From an optimization exercise on the open Yosys and OpenROAD flow, aimed at small area and a short achievable clock period; shortcuts taken in it are not production practice. The RTL was checked by simulation tests, not by an equivalence proof against the original design. Power is estimated from default activity; no workload was simulated.

==> flow/design.v (excerpt) <==
module dec_unit (
    input  wire         clk,
    input  wire         rst,       
    input  wire         trig,      
    input  wire [1:0]   op,        
    input  wire [127:0] a,
    input  wire [127:0] b,
    output reg  [127:0] r,         
    output wire         done,      
    output reg          cpl,       
    output reg          dov,       
    output reg          exc,       
    output wire [15:0]  detail     
);
Settings: LEC_CHECK=0, CAP_MARGIN=20, CORE_MARGIN=2, CORE_UTILIZATION=65, SLEW_MARGIN=60; clock period 70.0 ns.
standard.sh (not shown) runs the stock make flow with config.mk's settings and CLKGATE_MAP_FILE= SYNTH_SCRIPT=/design/flow/synth_recipe.tcl, a recipe that flattens the netlist after the stock synthesis.
==> flow/flow/run.sh <==
#!/bin/bash
# Standard ORFS layout, with the port buffers made from the smallest buffer
# cell (every input and output port still gets its own buffer), a two-level
# buffer tree for the trigger input's high-fanout nets before repair_design,
# and a clock tree of larger sink clusters from small buffers, without dummy
# loads.
set -euo pipefail
export BUFFER_PORTS_ARGS="-buffer_cell sky130_fd_sc_hd__buf_1"
export PRE_RESIZE_TCL="$PWD/flow/pre_resize.tcl"
export CTS_ARGS="-sink_clustering_enable -repair_clock_nets -dont_use_dummy_load -sink_clustering_size 14 -sink_clustering_max_diameter 90 -buf_list {sky130_fd_sc_hd__clkbuf_4 sky130_fd_sc_hd__clkbuf_8}"
bash standard.sh > standard.log 2>&1
==> flow/flow/pre_resize.tcl <==
# Rebuild the buffering of the high-fanout nets in the trig input's cone: drop the
# buffers placement put on them, then split each net into groups of nearby
# loads, each driven by its own buffer at the group's centre, so that they
# get a shallow two-level tree instead of a chain. repair_design runs after.
set ::group_size 32
set ::buf_cell sky130_fd_sc_hd__buf_6
set ::dbu [[ord::get_db_tech] getDbUnitsPerMicron]

proc out_net {inst} {
  foreach it [$inst getITerms] { if {[$it isOutputSignal]} { return [$it getNet] } }
  return ""
}

# The placement buffers that hang off db net n.
proc place_bufs {n} {
  set bufs {}
  foreach it [$n getITerms] {
    if {[$it isOutputSignal]} { continue }
    set inst [$it getInst]
    if {[string match "sky130_fd_sc_hd__buf_*" [[$inst getMaster] getName]] && [string match "place*" [$inst getName]]} {
      lappend bufs [$inst getName]
    }
  }
  return $bufs
}

proc split_net {n} {
  global group_size buf_cell dbu
  set loads {}
  foreach it [$n getITerms] {
    if {[$it isOutputSignal]} { continue }
    set box [[$it getInst] getBBox]
    set pin [get_pins "[[$it getInst] getName]/[[$it getMTerm] getName]"]
    lappend loads [list [expr {([$box xMin] + [$box xMax]) / 2}] [expr {([$box yMin] + [$box yMax]) / 2}] $pin]
  }
  set cnt [llength $loads]
  if {$cnt <= $group_size} { return }
  set k [expr {int(ceil(double($cnt) / $group_size))}]
  set cols [expr {int(ceil(sqrt($k)))}]
  set per_col [expr {int(ceil(double($cnt) / $cols))}]
  set byx [lsort -integer -index 0 $loads]
  set made 0
  for {set c 0} {$c < $cols} {incr c} {
    set col [lrange $byx [expr {$c * $per_col}] [expr {($c + 1) * $per_col - 1}]]
    if {[llength $col] == 0} { continue }
    set rows [expr {int(ceil(double([llength $col]) / $group_size))}]
    set per_row [expr {int(ceil(double([llength $col]) / $rows))}]
    set byy [lsort -integer -index 1 $col]
    for {set r 0} {$r < $rows} {incr r} {
      set grp [lrange $byy [expr {$r * $per_row}] [expr {($r + 1) * $per_row - 1}]]
      if {[llength $grp] == 0} { continue }
      set sx 0; set sy 0; set pins {}
      foreach l $grp { incr sx [lindex $l 0]; incr sy [lindex $l 1]; lappend pins [lindex $l 2] }
      set cx [expr {double($sx) / [llength $grp] / $dbu}]
      set cy [expr {double($sy) / [llength $grp] / $dbu}]
      insert_buffer -buffer_cell $buf_cell -net [get_nets [$n getName]] -load_pins $pins -location [list $cx $cy]
      incr made
    }
  }
  puts "trig tree: [$n getName] $cnt loads -> $made buffers"
}

set inbuf ""
foreach it [[[[ord::get_db_block] findBTerm trig] getNet] getITerms] { set inbuf [$it getInst] }

# The nets in the fanout cone of trig, through up to four gates.
proc cone_nets {inbuf} {
  set tn [out_net $inbuf]
  set nets [list $tn]
  set front [list $tn]
  set seen [dict create [$tn getName] 1]
  for {set depth 0} {$depth < 4} {incr depth} {
    set next {}
    foreach n $front {
      foreach it [$n getITerms] {
        if {[$it isOutputSignal]} { continue }
        set inst [$it getInst]
        if {[string match "*df*" [[$inst getMaster] getName]]} { continue }
        set on [out_net $inst]
        if {$on eq "" || [dict exists $seen [$on getName]]} { continue }
        dict set seen [$on getName] 1
        lappend nets $on
        lappend next $on
      }
    }
    set front $next
  }
  return $nets
}

# Drop the placement buffers in the cone, walking it afresh after each net.
while 1 {
  set bufs {}
  foreach n [cone_nets $inbuf] {
    set bufs [place_bufs $n]
    if {[llength $bufs]} { break }
  }
  if {[llength $bufs] == 0} { break }
  remove_buffers [get_cells [lindex $bufs 0]]
}
foreach n [cone_nets $inbuf] {
  if {[llength [$n getITerms]] > $::group_size + 1} { split_net $n }
}
Change:
Settings changed: CORE_UTILIZATION 65 to 70.
Cell count is about the same.
Fmax stays flat.
Global-route usage rises by 2.4 points.
Critical path depth does not change.
Change:
--- a/flow/flow/run.sh
+++ b/flow/flow/run.sh
@@ -8,4 +8,4 @@
 export BUFFER_PORTS_ARGS="-buffer_cell sky130_fd_sc_hd__buf_1"
 export PRE_RESIZE_TCL="$PWD/flow/pre_resize.tcl"
-export CTS_ARGS="-sink_clustering_enable -repair_clock_nets -dont_use_dummy_load -sink_clustering_size 14 -sink_clustering_max_diameter 90 -buf_list {sky130_fd_sc_hd__clkbuf_4 sky130_fd_sc_hd__clkbuf_8}"
+export CTS_ARGS="-sink_clustering_enable -repair_clock_nets -dont_use_dummy_load -sink_clustering_size 12 -sink_clustering_max_diameter 80 -buf_list {sky130_fd_sc_hd__clkbuf_4 sky130_fd_sc_hd__clkbuf_8}"
 bash standard.sh > standard.log 2>&1
Settings changed: CORE_UTILIZATION 70 to 65.
Effect: Sequential power barely changes. Clock power is higher by about 8%. Final area is higher by 0.45%. Global-route usage is lower by 2.3 points. Clock skew is higher by 0.0053 ns. Fmax stays flat. Wire length is higher by 0.56%.
Change:
--- a/flow/flow/run.sh
+++ b/flow/flow/run.sh
@@ -8,4 +8,4 @@
 export BUFFER_PORTS_ARGS="-buffer_cell sky130_fd_sc_hd__buf_1"
 export PRE_RESIZE_TCL="$PWD/flow/pre_resize.tcl"
-export CTS_ARGS="-sink_clustering_enable -repair_clock_nets -dont_use_dummy_load -sink_clustering_size 12 -sink_clustering_max_diameter 80 -buf_list {sky130_fd_sc_hd__clkbuf_4 sky130_fd_sc_hd__clkbuf_8}"
+export CTS_ARGS="-sink_clustering_enable -repair_clock_nets -dont_use_dummy_load -sink_clustering_size 14 -sink_clustering_max_diameter 90 -buf_list {sky130_fd_sc_hd__clkbuf_4 sky130_fd_sc_hd__clkbuf_8}"
 bash standard.sh > standard.log 2>&1
--- a/flow/flow/pre_resize.tcl
+++ b/flow/flow/pre_resize.tcl
@@ -3,6 +3,6 @@
 # loads, each driven by its own buffer at the group's centre, so that they
 # get a shallow two-level tree instead of a chain. repair_design runs after.
-set ::group_size 32
-set ::buf_cell sky130_fd_sc_hd__buf_6
+set ::group_size 24
+set ::buf_cell sky130_fd_sc_hd__buf_4
 set ::dbu [[ord::get_db_tech] getDbUnitsPerMicron]
 
After rerunning: Global-route usage went up by 0.32 points; cell count stays flat; sequential share of layout area rises by 0.21 points; non-clock buffer count went up by 11; sequential power barely changes.

[what the ideal ports hide]
No port has a modelled driver above. Below, the same layouts with a new extraction and two added sets of constraints. Step 1: set_driving_cell puts a clkbuf_16 on clk and a buf_2 on each other input, an assumption about the parent block. Step 2 adds t to the input delays and takes it off the output delays; t is the mean of the earliest and latest rising clock arrival at the registers after step 1. Input paths then give back, and output paths get back, about the clock's delay inside the block. Three values: no drivers, after step 1, after step 2; two values: the first two.
run | shift t [ns] | setup slack, ns | worst setup path after step 2
the first run | 0.586 | 54.724 / 54.744 / 54.159 | input to register
the second run | 0.587 | 54.690 / 54.706 / 54.120 | input to register
the third run | 0.597 | 54.702 / 54.722 / 54.125 | input to register
the fourth run | 0.576 | 54.524 / 54.532 / 53.956 | input to register
After both steps every run listed still meets setup and hold. For the third run, which loses most, drivers alone change the setup slack by +0.020 ns; drivers and shift together by -0.577 ns.
